Source: an optimization exercise on an open RTL-to-GDS flow (aim: small area, a short achievable clock period and few clock cycles per item). Production flows keep margins and buffers that such runs may drop.
Where RTL was checked, it was by simulation tests only, not by an equivalence proof against the original.

==> branch pepper: inputs <==
==> flow/design.v <==
module dvn_sha256 (
    input  wire         clk,
    input  wire         rst,         
    input  wire         in_valid,
    output wire         in_ready,
    input  wire [31:0]  in_data,
    input  wire         in_first,    
    output wire         out_valid,
    output wire [255:0] digest
);
    localparam [31:0] IV0 = 32'h6a09e667, IV1 = 32'hbb67ae85,
                      IV2 = 32'h3c6ef372, IV3 = 32'ha54ff53a,
                      IV4 = 32'h510e527f, IV5 = 32'h9b05688c,
                      IV6 = 32'h1f83d9ab, IV7 = 32'h5be0cd19;
    reg  [3:0]  ph;           
    reg  [1:0]  q;            
    reg         run;          
    reg         fresh;        
    reg  [3:0]  wcnt;         
    reg         pend_first;   
    reg         cur_first;    
    reg         rdy_q;
    reg         done_q;
    reg  [5:0]  kidx;         
    reg  [31:0] w [0:15];
    reg  [31:0] a, b, c, d, e, f, g, h;
    reg  [31:0] ha0, ha1, ha2, ha3;    
    reg  [31:0] he0, he1, he2, he3;    
    wire accept  = in_valid & rdy_q;
    wire q3      = (q == 2'd3);
    wire ph15    = (ph == 4'd15);
    reg  last;        
    reg  add_en;      
    reg  ld_iv;       
    reg  fold_h;      
    reg  fold_iv;     
    wire slot_ok = ~run | q3;                      
    wire start_if = (wcnt == 4'd15);
    wire start   = accept & start_if;
    wire       run_na = run & ~last;
    wire       run_a  = start_if | run_na;
    wire       run_n  = accept ? run_a : run_na;
    wire [1:0] q_n    = (run & ph15) ? q + 2'd1 : q;    
    wire [3:0] ph_inc = ph + 4'd1;
    wire [3:0] ph_n   = fresh ? {3'd0, accept} : ph_inc;
    wire [3:0] wcnt_a = wcnt + 4'd1;                    
    wire [3:0] wcnt_n = accept ? wcnt_a : wcnt;
    wire       fresh_n = fresh & ~accept;
    wire       rdy_a  = ~start_if & (wcnt_a == ph_inc) & (~run_na | (q_n == 2'd3));
    wire       rdy_na = fresh | ((wcnt == ph_inc) & (~run_na | (q_n == 2'd3)));
    wire       rdy_n  = accept ? rdy_a : rdy_na;
    always @(posedge clk) begin
        if (rst) begin
            ph     <= 4'd0;
            q      <= 2'd0;
            run    <= 1'b0;
            fresh  <= 1'b1;
            wcnt   <= 4'd0;
            rdy_q  <= 1'b1;
            done_q <= 1'b0;
            last   <= 1'b0;
            add_en <= 1'b0;
            ld_iv  <= 1'b0;
            fold_h <= 1'b0;
            fold_iv <= 1'b0;
        end else begin
            ph     <= ph_n;
            q      <= q_n;
            run    <= run_n;
            fresh  <= fresh_n;
            wcnt   <= wcnt_n;
            rdy_q  <= rdy_n;
            done_q <= last;
            last   <= run & q3 & (ph == 4'd14);
            add_en <= run & q3 & ((ph == 4'd12) | (ph == 4'd13) | (ph == 4'd14));
            ld_iv  <= (ph == 4'd14) & slot_ok & (wcnt != 4'd0) & pend_first;
            fold_h <= run & q3 & (ph == 4'd14) & ~cur_first;
            fold_iv <= run & q3 & (ph == 4'd14) & cur_first;
        end
    end
    always @(posedge clk) begin
        if (accept && wcnt == 4'd0)
            pend_first <= in_first;
        if (start)
            cur_first <= pend_first;
        kidx <= {((run & (ph == 4'd14)) ? q + 2'd1 : q_n), ph + 4'd2};
    end
    assign in_ready  = rdy_q;
    assign out_valid = done_q;
    reg  [31:0] k_t;
    always @(*) begin
        case (kidx)
            6'd0:  k_t = 32'h428a2f98;  6'd1:  k_t = 32'h71374491;
            6'd2:  k_t = 32'hb5c0fbcf;  6'd3:  k_t = 32'he9b5dba5;
            6'd4:  k_t = 32'h3956c25b;  6'd5:  k_t = 32'h59f111f1;
            6'd6:  k_t = 32'h923f82a4;  6'd7:  k_t = 32'hab1c5ed5;
            6'd8:  k_t = 32'hd807aa98;  6'd9:  k_t = 32'h12835b01;
            6'd10: k_t = 32'h243185be;  6'd11: k_t = 32'h550c7dc3;
            6'd12: k_t = 32'h72be5d74;  6'd13: k_t = 32'h80deb1fe;
            6'd14: k_t = 32'h9bdc06a7;  6'd15: k_t = 32'hc19bf174;
            6'd16: k_t = 32'he49b69c1;  6'd17: k_t = 32'hefbe4786;
            6'd18: k_t = 32'h0fc19dc6;  6'd19: k_t = 32'h240ca1cc;
            6'd20: k_t = 32'h2de92c6f;  6'd21: k_t = 32'h4a7484aa;
            6'd22: k_t = 32'h5cb0a9dc;  6'd23: k_t = 32'h76f988da;
            6'd24: k_t = 32'h983e5152;  6'd25: k_t = 32'ha831c66d;
            6'd26: k_t = 32'hb00327c8;  6'd27: k_t = 32'hbf597fc7;
            6'd28: k_t = 32'hc6e00bf3;  6'd29: k_t = 32'hd5a79147;
            6'd30: k_t = 32'h06ca6351;  6'd31: k_t = 32'h14292967;
            6'd32: k_t = 32'h27b70a85;  6'd33: k_t = 32'h2e1b2138;
            6'd34: k_t = 32'h4d2c6dfc;  6'd35: k_t = 32'h53380d13;
            6'd36: k_t = 32'h650a7354;  6'd37: k_t = 32'h766a0abb;
            6'd38: k_t = 32'h81c2c92e;  6'd39: k_t = 32'h92722c85;
            6'd40: k_t = 32'ha2bfe8a1;  6'd41: k_t = 32'ha81a664b;
            6'd42: k_t = 32'hc24b8b70;  6'd43: k_t = 32'hc76c51a3;
            6'd44: k_t = 32'hd192e819;  6'd45: k_t = 32'hd6990624;
            6'd46: k_t = 32'hf40e3585;  6'd47: k_t = 32'h106aa070;
            6'd48: k_t = 32'h19a4c116;  6'd49: k_t = 32'h1e376c08;
            6'd50: k_t = 32'h2748774c;  6'd51: k_t = 32'h34b0bcb5;
            6'd52: k_t = 32'h391c0cb3;  6'd53: k_t = 32'h4ed8aa4a;
            6'd54: k_t = 32'h5b9cca4f;  6'd55: k_t = 32'h682e6ff3;
            6'd56: k_t = 32'h748f82ee;  6'd57: k_t = 32'h78a5636f;
            6'd58: k_t = 32'h84c87814;  6'd59: k_t = 32'h8cc70208;
            6'd60: k_t = 32'h90befffa;  6'd61: k_t = 32'ha4506ceb;
            6'd62: k_t = 32'hbef9a3f7;  default: k_t = 32'hc67178f2;
        endcase
    end
    wire [31:0] big_s0 = {a[1:0], a[31:2]} ^ {a[12:0], a[31:13]} ^ {a[21:0], a[31:22]};
    wire [31:0] big_s1 = {e[5:0], e[31:6]} ^ {e[10:0], e[31:11]} ^ {e[24:0], e[31:25]};
    wire [31:0] ch     = (e & f) ^ (~e & g);
    wire [31:0] maj    = (a & b) | (c & (a | b));
    wire [31:0] fold_a = ({32{fold_h}} & ha1) | ({32{fold_iv}} & IV0);
    wire [31:0] fold_e = ({32{fold_h}} & he1) | ({32{fold_iv}} & IV4);
    reg  [31:0] hkw;
    wire [31:0] r1s = hkw ^ big_s1 ^ ch;
    wire [31:0] r1c = {((hkw & big_s1) | (ch & (hkw | big_s1))), 1'b0};
    wire [31:0] p1s = big_s0 ^ maj ^ fold_a;
    wire [31:0] p1c = {((big_s0 & maj) | (fold_a & (big_s0 | maj))), 1'b0};
    wire [31:0] a2s = r1s ^ r1c ^ p1s;
    wire [31:0] a2c = {((r1s & r1c) | (p1s & (r1s | r1c))), 1'b0};
    wire [31:0] a3s = a2s ^ a2c ^ p1c;
    wire [31:0] a3c = {((a2s & a2c) | (p1c & (a2s | a2c))), 1'b0};
    wire [31:0] a_rnd = a3s + a3c;
    wire [31:0] e2s = r1s ^ r1c ^ d;
    wire [31:0] e2c = {((r1s & r1c) | (d & (r1s | r1c))), 1'b0};
    wire [31:0] e3s = e2s ^ e2c ^ fold_e;
    wire [31:0] e3c = {((e2s & e2c) | (fold_e & (e2s | e2c))), 1'b0};
    wire [31:0] e_rnd = e3s + e3c;
    wire [31:0] sml_s0 = {w[1][6:0], w[1][31:7]} ^ {w[1][17:0], w[1][31:18]} ^ {3'b0, w[1][31:3]};
    wire [31:0] sml_s1 = {w[14][16:0], w[14][31:17]} ^ {w[14][18:0], w[14][31:19]} ^ {10'b0, w[14][31:10]};
    wire [31:0] w_next = sml_s1 + w[9] + sml_s0 + w[0];
    wire [31:0] in_word = {in_data[7:0], in_data[15:8], in_data[23:16], in_data[31:24]};
    integer i;
    always @(posedge clk) begin
        for (i = 0; i < 15; i = i + 1)
            w[i] <= w[i + 1];
        if (run & ~q3)
            w[15] <= w_next;
        else if (accept)
            w[15] <= in_word;
        else
            w[15] <= w[0];
    end
    wire [31:0] iv_a = ph[1] ? (ph[0] ? IV1 : IV2) : IV3;    
    wire [31:0] iv_e = ph[1] ? (ph[0] ? IV5 : IV6) : IV7;
    wire [31:0] opa1 = (add_en & cur_first) ? iv_a : ha0;
    wire [31:0] ope1 = (add_en & cur_first) ? iv_e : he0;
    wire [31:0] sum_a = opa1 + ({32{add_en}} & a);
    wire [31:0] sum_e = ope1 + ({32{add_en}} & e);
    always @(posedge clk) begin
        ha0 <= last ? a_rnd : ha1;
        ha1 <= ha2;
        ha2 <= ha3;
        ha3 <= sum_a;
        he0 <= last ? e_rnd : he1;
        he1 <= he2;
        he2 <= he3;
        he3 <= sum_e;
    end
    wire [31:0] h_nx = ld_iv ? IV7 : (last ? he2 : g);
    always @(posedge clk) begin
        if (ld_iv) begin
            a <= IV0; b <= IV1; c <= IV2; d <= IV3;
            e <= IV4; f <= IV5; g <= IV6;
        end else begin
            a <= run ? a_rnd : h;
            e <= run ? e_rnd : d;
            if (last) begin
                b <= sum_a; c <= ha3; d <= ha2;
                f <= sum_e; g <= he3;
            end else begin
                b <= a; c <= b; d <= c;
                f <= e; g <= f;
            end
        end
        h   <= h_nx;
        hkw <= h_nx + k_t + w[1];
    end
    wire [31:0] hw0 = ha0, hw1 = ha3, hw2 = ha2, hw3 = ha1;
    wire [31:0] hw4 = he0, hw5 = he3, hw6 = he2, hw7 = he1;
    assign digest = {
        hw7[7:0], hw7[15:8], hw7[23:16], hw7[31:24],
        hw6[7:0], hw6[15:8], hw6[23:16], hw6[31:24],
        hw5[7:0], hw5[15:8], hw5[23:16], hw5[31:24],
        hw4[7:0], hw4[15:8], hw4[23:16], hw4[31:24],
        hw3[7:0], hw3[15:8], hw3[23:16], hw3[31:24],
        hw2[7:0], hw2[15:8], hw2[23:16], hw2[31:24],
        hw1[7:0], hw1[15:8], hw1[23:16], hw1[31:24],
        hw0[7:0], hw0[15:8], hw0[23:16], hw0[31:24]};
endmodule
==> flow/flow/run.sh <==
#!/bin/bash
set -euo pipefail
bash standard.sh SETUP_SLACK_MARGIN=${MARGIN:-15.5} \
  "BUFFER_PORTS_ARGS=-buffer_cell sky130_fd_sc_hd__buf_2" finish > flow.log 2>&1
==> flow/standard.sh <==
#!/bin/bash
# synth_recipe.tcl (not shown) runs the flow's synth.tcl, then flattens the netlist and writes it again
# the make line also repeats each setting of config.mk as NAME=value (left out here)
make -C /OpenROAD-flow-scripts/flow DESIGN_CONFIG=/design/flow/config.mk WORK_HOME=/design/flow/orfs CLKGATE_MAP_FILE= SYNTH_SCRIPT=/design/flow/synth_recipe.tcl "${@:-finish}"
==> flow/config.mk <==
export PLATFORM = sky130hd
export DESIGN_NAME = dvn_sha256
export DESIGN_NICKNAME = dvn_sha256
export VERILOG_FILES = /design/flow/design.v
export SDC_FILE = /design/flow/constraint.sdc
export NUM_CORES = 4
export LEC_CHECK = 0
export CAP_MARGIN = 20
export CORE_MARGIN = 2
export CORE_UTILIZATION = 35
export SLEW_MARGIN = 20
==> flow/constraint.sdc <==
create_clock -name core_clock -period 20.0 [get_ports {clk}]
set_input_delay 4.0000 -clock core_clock [delete_from_list [all_inputs] [get_ports {clk}]]
set_output_delay 4.0000 -clock core_clock [all_outputs]
set_load 0.01 [all_outputs]
==> branch nickel: changes against branch pepper <==
==> flow/design.v, changed modules only <==
module dvn_sha256 (
    input  wire         clk,
    input  wire         rst,         
    input  wire         in_valid,
    output wire         in_ready,
    input  wire [31:0]  in_data,
    input  wire         in_first,    
    output wire         out_valid,
    output wire [255:0] digest
);
    localparam [31:0] IV0 = 32'h6a09e667, IV1 = 32'hbb67ae85,
                      IV2 = 32'h3c6ef372, IV3 = 32'ha54ff53a,
                      IV4 = 32'h510e527f, IV5 = 32'h9b05688c,
                      IV6 = 32'h1f83d9ab, IV7 = 32'h5be0cd19;
    reg  [3:0]  ph;           
    reg  [1:0]  q;            
    reg         run;          
    reg         fresh;        
    reg  [3:0]  wcnt;         
    reg         pend_first;   
    reg         cur_first;    
    reg         rdy_q;
    reg         done_q;
    reg  [5:0]  kidx;         
    reg  [31:0] w [0:15];
    reg  [31:0] a, b, c, d, e, f, g, h;
    reg  [31:0] ha0, ha1, ha2, ha3;    
    reg  [31:0] he0, he1, he2, he3;    
    wire accept  = in_valid & rdy_q;
    wire q3      = (q == 2'd3);
    wire ph15    = (ph == 4'd15);
    reg  last;        
    reg  add_en;      
    reg  ld_iv;       
    reg  fold_h;      
    reg  fold_iv;     
    wire slot_ok = ~run | q3;                      
    wire start_if = (wcnt == 4'd15);
    wire start   = accept & start_if;
    wire       run_na = run & ~last;
    wire       run_a  = start_if | run_na;
    wire       run_n  = accept ? run_a : run_na;
    wire [1:0] q_n    = (run & ph15) ? q + 2'd1 : q;    
    wire [3:0] ph_inc = ph + 4'd1;
    wire [3:0] ph_n   = fresh ? {3'd0, accept} : ph_inc;
    wire [3:0] wcnt_a = wcnt + 4'd1;                    
    wire [3:0] wcnt_n = accept ? wcnt_a : wcnt;
    wire       fresh_n = fresh & ~accept;
    wire       rdy_a  = ~start_if & (wcnt_a == ph_inc) & (~run_na | (q_n == 2'd3));
    wire       rdy_na = fresh | ((wcnt == ph_inc) & (~run_na | (q_n == 2'd3)));
    wire       rdy_n  = accept ? rdy_a : rdy_na;
    always @(posedge clk) begin
        if (rst) begin
            ph     <= 4'd0;
            q      <= 2'd0;
            run    <= 1'b0;
            fresh  <= 1'b1;
            wcnt   <= 4'd0;
            rdy_q  <= 1'b1;
            done_q <= 1'b0;
            last   <= 1'b0;
            add_en <= 1'b0;
            ld_iv  <= 1'b0;
            fold_h <= 1'b0;
            fold_iv <= 1'b0;
        end else begin
            ph     <= ph_n;
            q      <= q_n;
            run    <= run_n;
            fresh  <= fresh_n;
            wcnt   <= wcnt_n;
            rdy_q  <= rdy_n;
            done_q <= last;
            last   <= run & q3 & (ph == 4'd14);
            add_en <= run & q3 & ((ph == 4'd12) | (ph == 4'd13) | (ph == 4'd14));
            ld_iv  <= (ph == 4'd14) & slot_ok & (wcnt != 4'd0) & pend_first;
            fold_h <= run & q3 & (ph == 4'd14) & ~cur_first;
            fold_iv <= run & q3 & (ph == 4'd14) & cur_first;
        end
    end
    always @(posedge clk) begin
        if (accept && wcnt == 4'd0)
            pend_first <= in_first;
        if (start)
            cur_first <= pend_first;
        kidx <= {((run & (ph == 4'd14)) ? q + 2'd1 : q_n), ph + 4'd2};
    end
    assign in_ready  = rdy_q;
    assign out_valid = done_q;
    localparam [2047:0] KTAB = {
        32'hc67178f2, 32'hbef9a3f7, 32'ha4506ceb, 32'h90befffa,
        32'h8cc70208, 32'h84c87814, 32'h78a5636f, 32'h748f82ee,
        32'h682e6ff3, 32'h5b9cca4f, 32'h4ed8aa4a, 32'h391c0cb3,
        32'h34b0bcb5, 32'h2748774c, 32'h1e376c08, 32'h19a4c116,
        32'h106aa070, 32'hf40e3585, 32'hd6990624, 32'hd192e819,
        32'hc76c51a3, 32'hc24b8b70, 32'ha81a664b, 32'ha2bfe8a1,
        32'h92722c85, 32'h81c2c92e, 32'h766a0abb, 32'h650a7354,
        32'h53380d13, 32'h4d2c6dfc, 32'h2e1b2138, 32'h27b70a85,
        32'h14292967, 32'h06ca6351, 32'hd5a79147, 32'hc6e00bf3,
        32'hbf597fc7, 32'hb00327c8, 32'ha831c66d, 32'h983e5152,
        32'h76f988da, 32'h5cb0a9dc, 32'h4a7484aa, 32'h2de92c6f,
        32'h240ca1cc, 32'h0fc19dc6, 32'hefbe4786, 32'he49b69c1,
        32'hc19bf174, 32'h9bdc06a7, 32'h80deb1fe, 32'h72be5d74,
        32'h550c7dc3, 32'h243185be, 32'h12835b01, 32'hd807aa98,
        32'hab1c5ed5, 32'h923f82a4, 32'h59f111f1, 32'h3956c25b,
        32'he9b5dba5, 32'hb5c0fbcf, 32'h71374491, 32'h428a2f98};
    wire [31:0] k_t = KTAB[{kidx, 5'd0} +: 32];
    wire [31:0] big_s0 = {a[1:0], a[31:2]} ^ {a[12:0], a[31:13]} ^ {a[21:0], a[31:22]};
    wire [31:0] big_s1 = {e[5:0], e[31:6]} ^ {e[10:0], e[31:11]} ^ {e[24:0], e[31:25]};
    wire [31:0] ch     = (e & f) ^ (~e & g);
    wire [31:0] maj    = (a & b) | (c & (a | b));
    wire [31:0] fold_a = ({32{fold_h}} & ha1) | ({32{fold_iv}} & IV0);
    wire [31:0] fold_e = ({32{fold_h}} & he1) | ({32{fold_iv}} & IV4);
    reg  [31:0] hkw;
    wire [31:0] r1s = hkw ^ big_s1 ^ ch;
    wire [31:0] r1c = {((hkw & big_s1) | (ch & (hkw | big_s1))), 1'b0};
    wire [31:0] p1s = big_s0 ^ maj ^ fold_a;
    wire [31:0] p1c = {((big_s0 & maj) | (fold_a & (big_s0 | maj))), 1'b0};
    wire [31:0] a2s = r1s ^ r1c ^ p1s;
    wire [31:0] a2c = {((r1s & r1c) | (p1s & (r1s | r1c))), 1'b0};
    wire [31:0] a3s = a2s ^ a2c ^ p1c;
    wire [31:0] a3c = {((a2s & a2c) | (p1c & (a2s | a2c))), 1'b0};
    wire [31:0] a_rnd = a3s + a3c;
    wire [31:0] e2s = r1s ^ r1c ^ d;
    wire [31:0] e2c = {((r1s & r1c) | (d & (r1s | r1c))), 1'b0};
    wire [31:0] e3s = e2s ^ e2c ^ fold_e;
    wire [31:0] e3c = {((e2s & e2c) | (fold_e & (e2s | e2c))), 1'b0};
    wire [31:0] e_rnd = e3s + e3c;
    wire [31:0] sml_s0 = {w[1][6:0], w[1][31:7]} ^ {w[1][17:0], w[1][31:18]} ^ {3'b0, w[1][31:3]};
    wire [31:0] sml_s1 = {w[14][16:0], w[14][31:17]} ^ {w[14][18:0], w[14][31:19]} ^ {10'b0, w[14][31:10]};
    wire [31:0] w_next = sml_s1 + w[9] + sml_s0 + w[0];
    wire [31:0] in_word = {in_data[7:0], in_data[15:8], in_data[23:16], in_data[31:24]};
    integer i;
    always @(posedge clk) begin
        for (i = 0; i < 15; i = i + 1)
            w[i] <= w[i + 1];
        if (run & ~q3)
            w[15] <= w_next;
        else if (accept)
            w[15] <= in_word;
        else
            w[15] <= w[0];
    end
    wire [31:0] iv_a = ph[1] ? (ph[0] ? IV1 : IV2) : IV3;    
    wire [31:0] iv_e = ph[1] ? (ph[0] ? IV5 : IV6) : IV7;
    wire [31:0] opa1 = (add_en & cur_first) ? iv_a : ha0;
    wire [31:0] ope1 = (add_en & cur_first) ? iv_e : he0;
    wire [31:0] sum_a = opa1 + ({32{add_en}} & a);
    wire [31:0] sum_e = ope1 + ({32{add_en}} & e);
    always @(posedge clk) begin
        ha0 <= last ? a_rnd : ha1;
        ha1 <= ha2;
        ha2 <= ha3;
        ha3 <= sum_a;
        he0 <= last ? e_rnd : he1;
        he1 <= he2;
        he2 <= he3;
        he3 <= sum_e;
    end
    wire [31:0] h_nx = ld_iv ? IV7 : (last ? he2 : g);
    always @(posedge clk) begin
        if (ld_iv) begin
            a <= IV0; b <= IV1; c <= IV2; d <= IV3;
            e <= IV4; f <= IV5; g <= IV6;
        end else begin
            a <= run ? a_rnd : h;
            e <= run ? e_rnd : d;
            if (last) begin
                b <= sum_a; c <= ha3; d <= ha2;
                f <= sum_e; g <= he3;
            end else begin
                b <= a; c <= b; d <= c;
                f <= e; g <= f;
            end
        end
        h   <= h_nx;
        hkw <= h_nx + k_t + w[1];
    end
    wire [31:0] hw0 = ha0, hw1 = ha3, hw2 = ha2, hw3 = ha1;
    wire [31:0] hw4 = he0, hw5 = he3, hw6 = he2, hw7 = he1;
    assign digest = {
        hw7[7:0], hw7[15:8], hw7[23:16], hw7[31:24],
        hw6[7:0], hw6[15:8], hw6[23:16], hw6[31:24],
        hw5[7:0], hw5[15:8], hw5[23:16], hw5[31:24],
        hw4[7:0], hw4[15:8], hw4[23:16], hw4[31:24],
        hw3[7:0], hw3[15:8], hw3[23:16], hw3[31:24],
        hw2[7:0], hw2[15:8], hw2[23:16], hw2[31:24],
        hw1[7:0], hw1[15:8], hw1[23:16], hw1[31:24],
        hw0[7:0], hw0[15:8], hw0[23:16], hw0[31:24]};
endmodule
==> flow/flow/run.sh (replaced) <==
#!/bin/bash
set -euo pipefail
bash standard.sh SETUP_SLACK_MARGIN=${MARGIN:-14.5} \
  "BUFFER_PORTS_ARGS=-buffer_cell sky130_fd_sc_hd__buf_2" finish > flow.log 2>&1
- CORE_UTILIZATION: 35 -> 50
- CTS_CLUSTER_DIAMETER: default -> 80
- CTS_CLUSTER_SIZE: default -> 30
- GPL_TIMING_DRIVEN: default -> 1
==> results.toml <==
[status]
outcome = "timing/DRC/antenna clean"

[timing]
hold_ws_ns = 0.318
max_slew.worst_pin.slew_ns = 0.986

[clock_network]
cts_buffers = 116
post_cts_resize_count = 1022

[critical_path]
setup.worst_path.start = "he3[28]$_DFF_P_"
cp.arrival_ns = 1.32

[logic_synthesis]
synth_mux_area_share_pct = 5.78

[grt]
met1_usage_pct = 30.7
# the run above: branch pepper

==> results.toml <==
[timing]
max_slew.worst_pin.slew_ns = 1.14
hold_ws_ns = 0.308

[critical_path]
cp.arrival_ns = 1.52

[logic_synthesis]
synth_mux_area_share_pct = 6.09

[status]
outcome = "timing/DRC/antenna clean"

[clock_network]
post_cts_resize_count = 23
cts_buffers = 53
# the run above: branch nickel

Testbench counts of branch nickel, summed over its fixed seeds: cycles 24,712, blocks 384.
For branch pepper, only the layout was checked, not whether the RTL still works.

port drivers added, routing unchanged:
No port has a modelled driver above. Below, the same layouts with a new extraction and two added sets of constraints.
Step 1 sets driving cells, clkbuf_16 on the clock port and buf_2 on the other inputs (assumed; they add their load-dependent delay and slew).
Step 2 adds t to the input delays and takes it off the output delays; t is the mean of the earliest and latest rising clock arrival at the registers after step 1. Input paths then give back, and output paths get back, about the clock's delay inside the block.
Three values: no drivers, after step 1, after step 2; two values: the first two.
run | shift t [ns] | setup WS [ns] | clock arrival spread, ns | worst slew at a driven data input, ns
branch pepper | 0.821 | 14.677 / 14.608 / 14.738 | 0.045 / 0.045 | 0.07
branch nickel | 0.777 | 14.483 / 14.413 / 14.305 | 0.054 / 0.054 | 0.08
After both steps setup and hold are still met in every run listed. For branch nickel, which loses most, drivers alone change the setup slack by -0.070 ns; drivers and shift together by -0.178 ns.
